Context: an optimization exercise on an open-source flow, tuned for small area. The choices shown serve that exercise and are no tape-out recipe. No functional check of the RTL was part of this run.

--- design/flow/run.sh ---
#!/bin/bash
# synth_recipe.tcl (not shown) runs the flow's synth.tcl, then flattens the netlist and writes it again
# the make line also repeats each setting of config.mk as NAME=value (left out here)
make -C /OpenROAD-flow-scripts/flow DESIGN_CONFIG=/design/flow/config.mk WORK_HOME=/design/flow/orfs CLKGATE_MAP_FILE= SYNTH_SCRIPT=/design/flow/synth_recipe.tcl finish
--- design/flow/config.mk ---
export PLATFORM = sky130hd
export DESIGN_NAME = hall_tracker
export DESIGN_NICKNAME = hall_tracker
export VERILOG_FILES = /design/flow/design.v
export SDC_FILE = /design/flow/constraint.sdc
export NUM_CORES = 4
export LEC_CHECK = 0
export CAP_MARGIN = 20
export CORE_MARGIN = 2
export CORE_UTILIZATION = 40
export SLEW_MARGIN = 20
--- design/flow/constraint.sdc ---
create_clock -name core_clock -period 20.0 [get_ports {clk}]
set_input_delay 4.0000 -clock core_clock [delete_from_list [all_inputs] [get_ports {clk}]]
set_output_delay 4.0000 -clock core_clock [all_outputs]
set_load 0.01 [all_outputs]
--- design/flow/design.v ---
module hall_div (
    input  wire        clk,
    input  wire        rst,
    input  wire        start,
    input  wire [63:0] num,
    input  wire [63:0] den,
    output reg         done,
    output reg  [63:0] quo
);
    reg [63:0] rem;
    reg [63:0] d;
    reg [6:0]  cnt;
    reg        run;
    wire [64:0] trial = {rem, quo[63]} - {1'b0, d};
    always @(posedge clk) begin
        if (rst) begin
            run  <= 1'b0;
            done <= 1'b0;
            cnt  <= 7'd0;
            rem  <= 64'd0;
            d    <= 64'd0;
            quo  <= 64'd0;
        end else begin
            done <= 1'b0;
            if (start) begin
                rem <= 64'd0;
                quo <= num;
                d   <= den;
                cnt <= 7'd64;
                run <= 1'b1;
            end else if (run) begin
                if (!trial[64]) begin
                    rem <= trial[63:0];
                    quo <= {quo[62:0], 1'b1};
                end else begin
                    rem <= {rem[62:0], quo[63]};
                    quo <= {quo[62:0], 1'b0};
                end
                cnt <= cnt - 7'd1;
                if (cnt == 7'd1) begin
                    run  <= 1'b0;
                    done <= 1'b1;
                end
            end
        end
    end
endmodule
module hall_tracker (
    input  wire        clk,
    input  wire        rst,
    input  wire        hdir,
    input  wire [10:0] hofs,
    input  wire [8:0]  spdto,       
    input  wire [6:0]  invmax,
    input  wire [15:0] cpmm,        
    input  wire        cmd_valid,
    output wire        cmd_ready,
    input  wire [1:0]  cmd_op,
    input  wire [31:0] cmd_tgate,   
    input  wire [2:0]  cmd_hst,     
    input  wire        cmd_ovf,
    input  wire [1:0]  cmd_ne,      
    input  wire [31:0] cmd_ts0,
    input  wire [2:0]  cmd_st0,
    input  wire [31:0] cmd_ts1,
    input  wire [2:0]  cmd_st1,
    input  wire [31:0] cmd_delta,   
    output reg  [2:0]  hstate,
    output reg  [2:0]  sector,
    output reg         still,
    output reg         dir,
    output reg  [1:0]  posq,
    output reg         hinv,
    output reg         hflt,
    output reg         hskip,
    output reg         spdsat,
    output reg         edgeovr,
    output reg         nots,
    output reg  [15:0] raw,
    output reg  [31:0] track,
    output reg  [31:0] pos,
    output reg  [15:0] spd,
    output reg  [15:0] v4,
    output reg  [31:0] edget,
    output reg  [31:0] edgei,
    output reg  [10:0] elpos,
    output reg  [7:0]  frac,
    output reg  [7:0]  invcnt,
    output reg  [7:0]  skipcnt,
    output reg  [7:0]  ovrcnt,
    output reg  [7:0]  misscnt
);
    localparam OP_FRAME   = 2'd0;
    localparam OP_MISSED  = 2'd1;
    localparam OP_REHOME  = 2'd2;
    localparam OP_REBRING = 2'd3;
    localparam [3:0] S_IDLE      = 4'd0,
                     S_REC       = 4'd1,
                     S_SPD_WAIT  = 4'd2,
                     S_POST      = 4'd3,
                     S_SYNC      = 4'd4,
                     S_FRAC      = 4'd5,
                     S_FRAC_WAIT = 4'd6,
                     S_DERIVE    = 4'd7,
                     S_POS       = 4'd8,
                     S_POS_WAIT  = 4'd9,
                     S_V4        = 4'd10,
                     S_V4_WAIT   = 4'd11,
                     S_REHOME    = 4'd12;
    localparam [36:0] SPD_NUM = 37'd100000000000;   
    localparam [23:0] V4_NUM  = 24'd10000000;       
    reg [3:0] st;
    assign cmd_ready = (st == S_IDLE);
    reg [1:0]  op_r;
    reg [31:0] tgate_r;
    reg [2:0]  hst_r;
    reg [1:0]  ne_r;
    reg [31:0] ts_r [0:1];
    reg [2:0]  est_r [0:1];
    reg [31:0] delta_r;
    reg        ref_ok;        
    reg        seen;          
    reg        lastpos;       
    reg        first;         
    reg        tlast_ok;      
    reg [31:0] tlast;         
    reg [1:0]  nival;         
    reg [31:0] ival0;         
    reg [31:0] ival1;         
    reg [15:0] rawp;
    reg [7:0]  invrun;
    reg [41:0] pi;
    reg [41:0] hist [0:3];
    reg        hist_ok;
    reg [1:0]  ri;            
    reg        inval_e;       
    reg        inval_l;       
    reg        neg_r;         
    reg [31:0] gap_r;
    reg         div_start;
    reg  [63:0] div_num;
    reg  [63:0] div_den;
    wire        div_done;
    wire [63:0] div_quo;
    hall_div u_div (
        .clk(clk), .rst(rst), .start(div_start),
        .num(div_num), .den(div_den), .done(div_done), .quo(div_quo)
    );
    function [3:0] sector_of;    
        input [2:0] s;
        case (s)
            3'b001: sector_of = {1'b1, 3'd0};
            3'b011: sector_of = {1'b1, 3'd1};
            3'b010: sector_of = {1'b1, 3'd2};
            3'b110: sector_of = {1'b1, 3'd3};
            3'b100: sector_of = {1'b1, 3'd4};
            3'b101: sector_of = {1'b1, 3'd5};
            default: sector_of = 4'd0;
        endcase
    endfunction
    wire        rec_edge  = (ri < ne_r);
    wire [2:0]  rec_state = rec_edge ? est_r[ri[0]] : hst_r;
    wire [31:0] rec_ts    = ts_r[ri[0]];
    wire [3:0]  rec_dec   = sector_of(rec_state);
    wire        rec_valid = rec_dec[3];
    wire [2:0]  rec_sec   = rec_dec[2:0];
    wire [2:0]  rec_d     = (rec_sec >= sector) ? (rec_sec - sector)
                                                : (rec_sec + 3'd6 - sector);
    wire        rec_two   = (rec_d == 3'd2) || (rec_d == 3'd4);
    wire        rec_up    = (rec_d == 3'd1) || (rec_d == 3'd2);
    wire        rec_neg   = rec_up ? hdir : ~hdir;
    wire [15:0] rec_cnt   = rec_neg ? (rec_two ? 16'hFFFE : 16'hFFFF)
                                    : (rec_two ? 16'd2 : 16'd1);
    wire [31:0] spdto_t   = spdto * 32'd100000;      
    wire [31:0] rec_gap   = rec_ts - tlast;
    wire [31:0] tick_gap  = tgate_r - tlast;
    wire [47:0] spd_den   = cpmm * rec_gap;
    wire [15:0] raw_step  = raw - rawp;
    wire [31:0] ival_max  = (nival == 2'd2 && ival1 > ival0) ? ival1 : ival0;
    wire [41:0] track_x   = {{10{track[31]}}, track};
    wire [41:0] pi_new    = lastpos ? ({track_x[33:0], 8'd0} + {34'd0, frac})
                                    : ({track_x[33:0] + 34'd1, 8'd0} - {34'd0, frac});
    wire        asc       = !seen || (lastpos != hdir);
    wire [11:0] el_sum    = asc ? ({1'b0, sector, 8'd0} + {4'd0, frac} + {1'b0, hofs})
                                : ({1'b0, sector, 8'd0} + 12'd256 - {4'd0, frac} + {1'b0, hofs});
    wire [11:0] el_mod    = (el_sum >= 12'd1536) ? (el_sum - 12'd1536) : el_sum;
    wire signed [47:0] pos_n   = $signed(track) * 48'sd2000 + $signed({32'd0, cpmm});
    wire        [47:0] pos_abs = pos_n[47] ? (48'd0 - pos_n) : pos_n;
    wire        [16:0] pos_d   = {cpmm, 1'b0};
    wire [41:0] v4_diff   = pi - (hist_ok ? hist[0] : pi);
    wire [41:0] v4_abs    = v4_diff[41] ? (42'd0 - v4_diff) : v4_diff;
    wire [28:0] v4_clip   = (v4_abs > 42'h10000000) ? 29'h10000000 : v4_abs[28:0];
    function [7:0] inc8;
        input [7:0] v;
        inc8 = (v == 8'hFF) ? v : v + 8'd1;
    endfunction
    integer k;
    always @(posedge clk) begin
        if (rst) begin
            st       <= S_IDLE;
            hstate   <= 3'd0;  sector <= 3'd0; still <= 1'b1; dir <= 1'b0;
            posq     <= 2'd0;  hinv   <= 1'b0; hflt  <= 1'b0; hskip <= 1'b0;
            spdsat   <= 1'b0;  edgeovr <= 1'b0; nots <= 1'b0;
            raw      <= 16'd0; track  <= 32'd0; pos  <= 32'd0;
            spd      <= 16'd0; v4     <= 16'd0;
            edget    <= 32'd0; edgei  <= 32'd0; elpos <= 11'd0; frac <= 8'd128;
            invcnt   <= 8'd0;  skipcnt <= 8'd0; ovrcnt <= 8'd0; misscnt <= 8'd0;
            ref_ok   <= 1'b0;  seen   <= 1'b0; lastpos <= 1'b1; first <= 1'b0;
            tlast_ok <= 1'b0;  tlast  <= 32'd0; nival <= 2'd0;
            ival0    <= 32'd0; ival1  <= 32'd0; rawp <= 16'd0; invrun <= 8'd0;
            pi       <= 42'd0; hist_ok <= 1'b0;
            for (k = 0; k < 4; k = k + 1) hist[k] <= 42'd0;
            op_r     <= 2'd0;  tgate_r <= 32'd0; hst_r <= 3'd0; ne_r <= 2'd0;
            ts_r[0]  <= 32'd0; ts_r[1] <= 32'd0; est_r[0] <= 3'd0; est_r[1] <= 3'd0;
            delta_r  <= 32'd0;
            ri       <= 2'd0;  inval_e <= 1'b0; inval_l <= 1'b0; neg_r <= 1'b0;
            gap_r    <= 32'd0;
            div_start <= 1'b0; div_num <= 64'd0; div_den <= 64'd0;
        end else begin
            div_start <= 1'b0;
            case (st)
            S_IDLE: if (cmd_valid) begin
                op_r     <= cmd_op;
                tgate_r  <= cmd_tgate;
                hst_r    <= cmd_hst;
                ne_r     <= (cmd_ne > 2'd2) ? 2'd2 : cmd_ne;
                ts_r[0]  <= cmd_ts0;
                ts_r[1]  <= cmd_ts1;
                est_r[0] <= cmd_st0;
                est_r[1] <= cmd_st1;
                delta_r  <= cmd_delta;
                ri       <= 2'd0;
                inval_e  <= 1'b0;
                inval_l  <= 1'b0;
                case (cmd_op)
                OP_FRAME: begin
                    {hinv, hflt, hskip, spdsat, edgeovr} <= 5'd0;
                    hstate <= cmd_hst;
                    if (cmd_ovf) begin
                        edgeovr <= 1'b1;
                        ovrcnt  <= inc8(ovrcnt);
                    end
                    st <= S_REC;
                end
                OP_MISSED: begin
                    {hinv, hflt, hskip, spdsat, edgeovr} <= 5'd0;
                    misscnt <= inc8(misscnt);
                    nots    <= 1'b1;
                    first   <= 1'b1;
                    st <= S_SYNC;
                end
                OP_REHOME: st <= S_REHOME;
                default: begin   
                    ref_ok  <= 1'b0;
                    seen    <= 1'b0;
                    frac    <= 8'd128;
                    lastpos <= 1'b1;
                end
                endcase
            end
            S_REC: begin
                ri <= ri + 2'd1;
                if (ri == ne_r) st <= S_POST;
                if (!rec_valid) begin
                    if (rec_edge) inval_e <= 1'b1;
                    else          inval_l <= 1'b1;
                end else if (!ref_ok) begin
                    sector <= rec_sec;
                    ref_ok <= 1'b1;
                end else if (rec_d == 3'd3) begin
                    hskip   <= 1'b1;
                    skipcnt <= inc8(skipcnt);
                    if (posq == 2'd2) posq <= 2'd1;
                    sector  <= rec_sec;
                    nots    <= 1'b1;
                    first   <= 1'b1;
                end else if (rec_d != 3'd0) begin
                    raw     <= raw + rec_cnt;
                    sector  <= rec_sec;
                    seen    <= 1'b1;
                    lastpos <= !rec_neg;
                    dir     <= rec_neg;
                    if (!rec_edge) begin
                        nots  <= 1'b1;
                        first <= 1'b1;
                    end else begin
                        if (!tlast_ok || still || rec_gap > spdto_t) begin
                            spd   <= 16'd0;
                            edgei <= 32'd0;
                            nival <= 2'd0;
                            frac  <= 8'd0;
                        end else if (first) begin
                            frac  <= 8'd0;
                            edgei <= 32'd0;
                        end else begin
                            neg_r     <= rec_neg;
                            gap_r     <= rec_gap;
                            div_num   <= (rec_two ? {SPD_NUM, 1'b0} : {1'b0, SPD_NUM});
                            div_den   <= {16'd0, spd_den};
                            div_start <= 1'b1;
                            st        <= S_SPD_WAIT;
                        end
                        still    <= 1'b0;
                        first    <= 1'b0;
                        tlast    <= rec_ts;
                        tlast_ok <= 1'b1;
                        edget    <= rec_ts;
                    end
                end
            end
            S_SPD_WAIT: if (div_done) begin
                if (div_quo > 64'd32767) begin
                    spd    <= neg_r ? 16'h8001 : 16'h7FFF;
                    spdsat <= 1'b1;
                end else begin
                    spd    <= neg_r ? (16'd0 - div_quo[15:0]) : div_quo[15:0];
                end
                edgei <= gap_r;
                ival1 <= ival0;
                ival0 <= gap_r;
                if (nival != 2'd2) nival <= nival + 2'd1;
                nots  <= 1'b0;
                st    <= S_REC;
            end
            S_POST: begin
                if (inval_e || inval_l) begin
                    hinv   <= 1'b1;
                    invcnt <= inc8(invcnt);
                end
                if (inval_l) begin
                    invrun <= inc8(invrun);
                    if (inc8(invrun) == {1'b0, invmax}) begin
                        hflt <= 1'b1;
                        if (posq == 2'd2) posq <= 2'd1;
                    end
                end else begin
                    invrun <= 8'd0;
                end
                st <= S_SYNC;
            end
            S_SYNC: begin
                track <= track + {{16{raw_step[15]}}, raw_step};
                rawp  <= raw;
                if (tlast_ok && !still && tick_gap > spdto_t) begin
                    still <= 1'b1;
                    spd   <= 16'd0;
                end
                st <= S_FRAC;
            end
            S_FRAC: begin
                st <= S_DERIVE;
                if (seen && !still && !nots) begin
                    if (nival != 2'd0) begin
                        div_num   <= {24'd0, tick_gap, 8'd0};
                        div_den   <= {32'd0, ival_max};
                        div_start <= 1'b1;
                        st        <= S_FRAC_WAIT;
                    end else begin
                        frac <= 8'd0;
                    end
                end
            end
            S_FRAC_WAIT: if (div_done) begin
                frac <= (div_quo > 64'd255) ? 8'd255 : div_quo[7:0];
                st   <= S_DERIVE;
            end
            S_DERIVE: begin
                pi    <= pi_new;
                elpos <= el_mod[10:0];
                st    <= S_POS;
            end
            S_POS: begin
                neg_r     <= pos_n[47];
                div_num   <= pos_n[47] ? {16'd0, pos_abs + {31'd0, pos_d} - 48'd1}
                                       : {16'd0, pos_abs};
                div_den   <= {47'd0, pos_d};
                div_start <= 1'b1;
                st        <= S_POS_WAIT;
            end
            S_POS_WAIT: if (div_done) begin
                pos <= neg_r ? (32'd0 - div_quo[31:0]) : div_quo[31:0];
                if (op_r == OP_REHOME) begin
                    st <= S_IDLE;
                end else begin
                    st <= S_V4;
                end
            end
            S_V4: begin
                neg_r     <= v4_diff[41];
                div_num   <= {35'd0, v4_clip} * {40'd0, V4_NUM};
                div_den   <= {40'd0, cpmm, 8'd0};
                div_start <= 1'b1;
                st        <= S_V4_WAIT;
            end
            S_V4_WAIT: if (div_done) begin
                if (still)
                    v4 <= 16'd0;
                else if (div_quo > 64'd32767)
                    v4 <= neg_r ? 16'h8001 : 16'h7FFF;
                else
                    v4 <= neg_r ? (16'd0 - div_quo[15:0]) : div_quo[15:0];
                hist[0] <= hist_ok ? hist[1] : pi;
                hist[1] <= hist_ok ? hist[2] : pi;
                hist[2] <= hist_ok ? hist[3] : pi;
                hist[3] <= pi;
                hist_ok <= 1'b1;
                st      <= S_IDLE;
            end
            S_REHOME: begin
                track <= track + delta_r;
                pi    <= pi + {{2{delta_r[31]}}, delta_r, 8'd0};
                if (hist_ok)
                    for (k = 0; k < 4; k = k + 1)
                        hist[k] <= hist[k] + {{2{delta_r[31]}}, delta_r, 8'd0};
                posq  <= 2'd2;
                st    <= S_POS;
            end
            default: st <= S_IDLE;
            endcase
        end
    end
endmodule
==> results.tsv <==
metric	value	unit
drv_slew	0	
syn_area_per_cell	8.01	sq um
path_clk_slew	60	ps
fp.dieArea	262000	sq um
required	20610	ps
postCtsSetupBuffers	0	
gr-usage-all-layers	26.4	%
ioPinCount	433	
max_freq	0.0737	GHz
cap_viol_max_count	0	
status	timing/DRC/antenna clean	
synth-warning-count	5	
ys_ff_latch	1018	
first_pass_iters	6	
chipHeight	512	um
grt_pass1_vias	87122	
ant_nets	0	
die_w	512	um
cts_sinks	1018	
reg2reg_to	div_num[51]	
dr.first_iter.drc_count	8734	
final-seq-area	20400	sq um
viasPerCell	5.59	
final_cell_mix	nand2_1, a21oi_1, inv_1, ha_1, nor2_1	
fin_util	44.9	%
synthArstFlopShare	0	%
start_util	40.2	%
portBuffers	432	
hpwlAfterDp	278000	um
rows	186	
synth_edf_count	0	
place_area	111000	sq um
cts_tree	done	
dp.cells	16279	
stdcell_count	16502	
fin_nets	15029	
end_kind	flop	
rsz0062_at_grt	false	
slew_headroom	20.9	%
core_area	257000	sq um
grt-ovfl-total	0	
crit_type	flop to flop	
multi_input_area	76500	sq um
synth-main-ff-cell	dfxtp_1	
grt_antenna_before_repair	40	
finalHoldViolCount	0	
crit_fanout	77	
tightest_slew	1180	ps
min_path_type	flop to flop	
setup_viol	0	
cp.arrival	14180	ps
design_area	115000	sq um
reg2regPathDepth	43	
final_layout_size_suffix_gt1_share	4.20	%
worst_clock_skew	104	ps
timing.rr.start	hist_ok	
synth_area	103000	sq um
yosys.area.top_type	dfxtp_1	
crit_end	div_num[51]	
grt_start_max_net_pins	136	
slowest_stage	dfxtp_4	
max_stage_delay	870	ps
netlist_top_cells_area	dfxtp_1, fa_1, ha_1	
drcViolationCount	0	
num-fill-cells	25692	
clock_path_buffers	3	
cp-startpoint	hist_ok	
synth-seq-area-share	19.7	%
finalCriticalPeriod	13560	ps
clock_latency	840	ps
ctsHtreeMaxLevel	3	
routed-via-count	92263	
areaGrowthSynthToFinish	11.7	%
period_share	67.8	%
syn_inst	12893	
grt_first_pass_wirelength	541000	um
cts-root-buf	clkbuf_16	
ff2ff_setup_slack	6440	ps
cts_buffers	120	
wl	357000	um
ys_types	99	
start_kind	flop	
synth_top_area_share	19.7	%
cts_resized	0	
gp_congestion	0.977	
hold_buffers	0	
setup_tns	0	ps
routedWlPerCell	21.6	um
final_common_cell	nand2_1	
-- flip-flops by register name, indices dropped and copies added (netlist names), 32 cells and up --
| signal | count |
|---|---|
| tgate_r | 32 |
| ival0 | 32 |
| u_div.rem | 64 |
| u_div.d | 48 |
| edgei | 32 |
| div_num | 53 |
| ts_r | 64 |
| delta_r | 32 |
| track | 32 |
| div_den | 48 |
| u_div.quo | 64 |
| hist | 168 |
| edget | 32 |
| ival1 | 32 |
| pos | 32 |
| gap_r | 32 |
| pi | 42 |
-- worst max-delay path, delay by kind of cell (launching register included) --
| family | cells | cell delay (ps) |
|---|---|---|
| compound gates | 21 | 5400 |
| flops | 1 | 870 |
| buf+inv | 4 | 970 |
| fa+ha+maj | 8 | 3530 |
| xor+xnor | 1 | 130 |
| simple gates | 9 | 2310 |
-- worst min-delay path by stage --
stage	end	depth (start not counted)	slack [ps]	from
after floorplan	nival[0]	1	410	nival[0]
after global placement	nival[0]	1	430	nival[0]
after detailed placement	nival[0]	1	430	nival[0]
after CTS	nival[0]	1	440	nival[0]
after global routing	nival[0]	1	460	nival[0]
final	nival[0]	1	440	nival[0]
-- area by class of cell --
cell class              instances  area share (%)
multi-input cells           10075            66.3
inverters                    1190            3.87
flip-flops and latches       1018            17.7
repair buffers                612            4.92
well taps                    3384            3.67
clock buffers                 167            2.95
diodes                          9          0.0195
clock inverters                47           0.558
-- layer usage --
layer,track usage (%),wire length (um)
met1,37.7,164000
met2,40.3,154000
met3,5.79,29800
met4,6.16,8290
met5,0,139
-- synth_stat cells, drive strengths merged, types with 90 or more instances --
library cell	number
a211oi	285
a21o	264
a21oi	1251
a31oi	90
and2	175
clkbuf	543
dfxtp	1018
fa	723
ha	1100
inv	1187
mux2i	294
nand2	1561
nand2b	109
nand3	212
nor2	1092
nor2b	139
nor3	223
o21a	112
o21ai	556
or3	98
xnor2	479
xor2	293
-- per-stage QoR --
step                setup WS [ps]  hold slack [ps]
floorplan                    7880              413
global placement             6030              427
detailed placement           5940              427
CTS                          6670              436
global route                 5400              456
finish                       6440              445
-- cell families after synthesis --
family / Yosys count / synth area share, %
AND/OR/NAND/NOR: 3950 / 17.2
buffers and inverters: 1801 / 6.56
other: 2 / 0.00727
AO/OA/AOI/OAI: 3194 / 19.3
multiplexers: 333 / 3.28
adder cells (fa/ha/maj): 1823 / 27.4
XOR/XNOR: 772 / 6.55
flip-flops: 1018 / 19.7

-- static timing again, ports no longer ideal --
In the flow no input, the clock included, has a driving cell. The finished layout below was timed again as built, in two steps. Step 1 (the two cells are an assumption about what drives the block):
set clk [get_ports {clk}]
set_driving_cell -lib_cell sky130_fd_sc_hd__clkbuf_16 $clk
set_driving_cell -lib_cell sky130_fd_sc_hd__buf_2 [delete_from_list [all_inputs] $clk]
Step 2 also shifts input and output timing later by t, the mid clock arrival at the registers, as if the neighbouring blocks saw the same clock. a / b / c = ideal ports / drivers / drivers and shift; a / b = the first two.
t, ns: 0.874
setup WS [ns]: 6.436 / 6.436 / 5.642
worst setup path after step 2: input to register
worst register clock-pin slew, ns: 0.07 / 0.07
After both steps this run still meets setup and hold. The setup slack of this run moves by 0.000 ns with the drivers and by -0.794 ns with both steps.
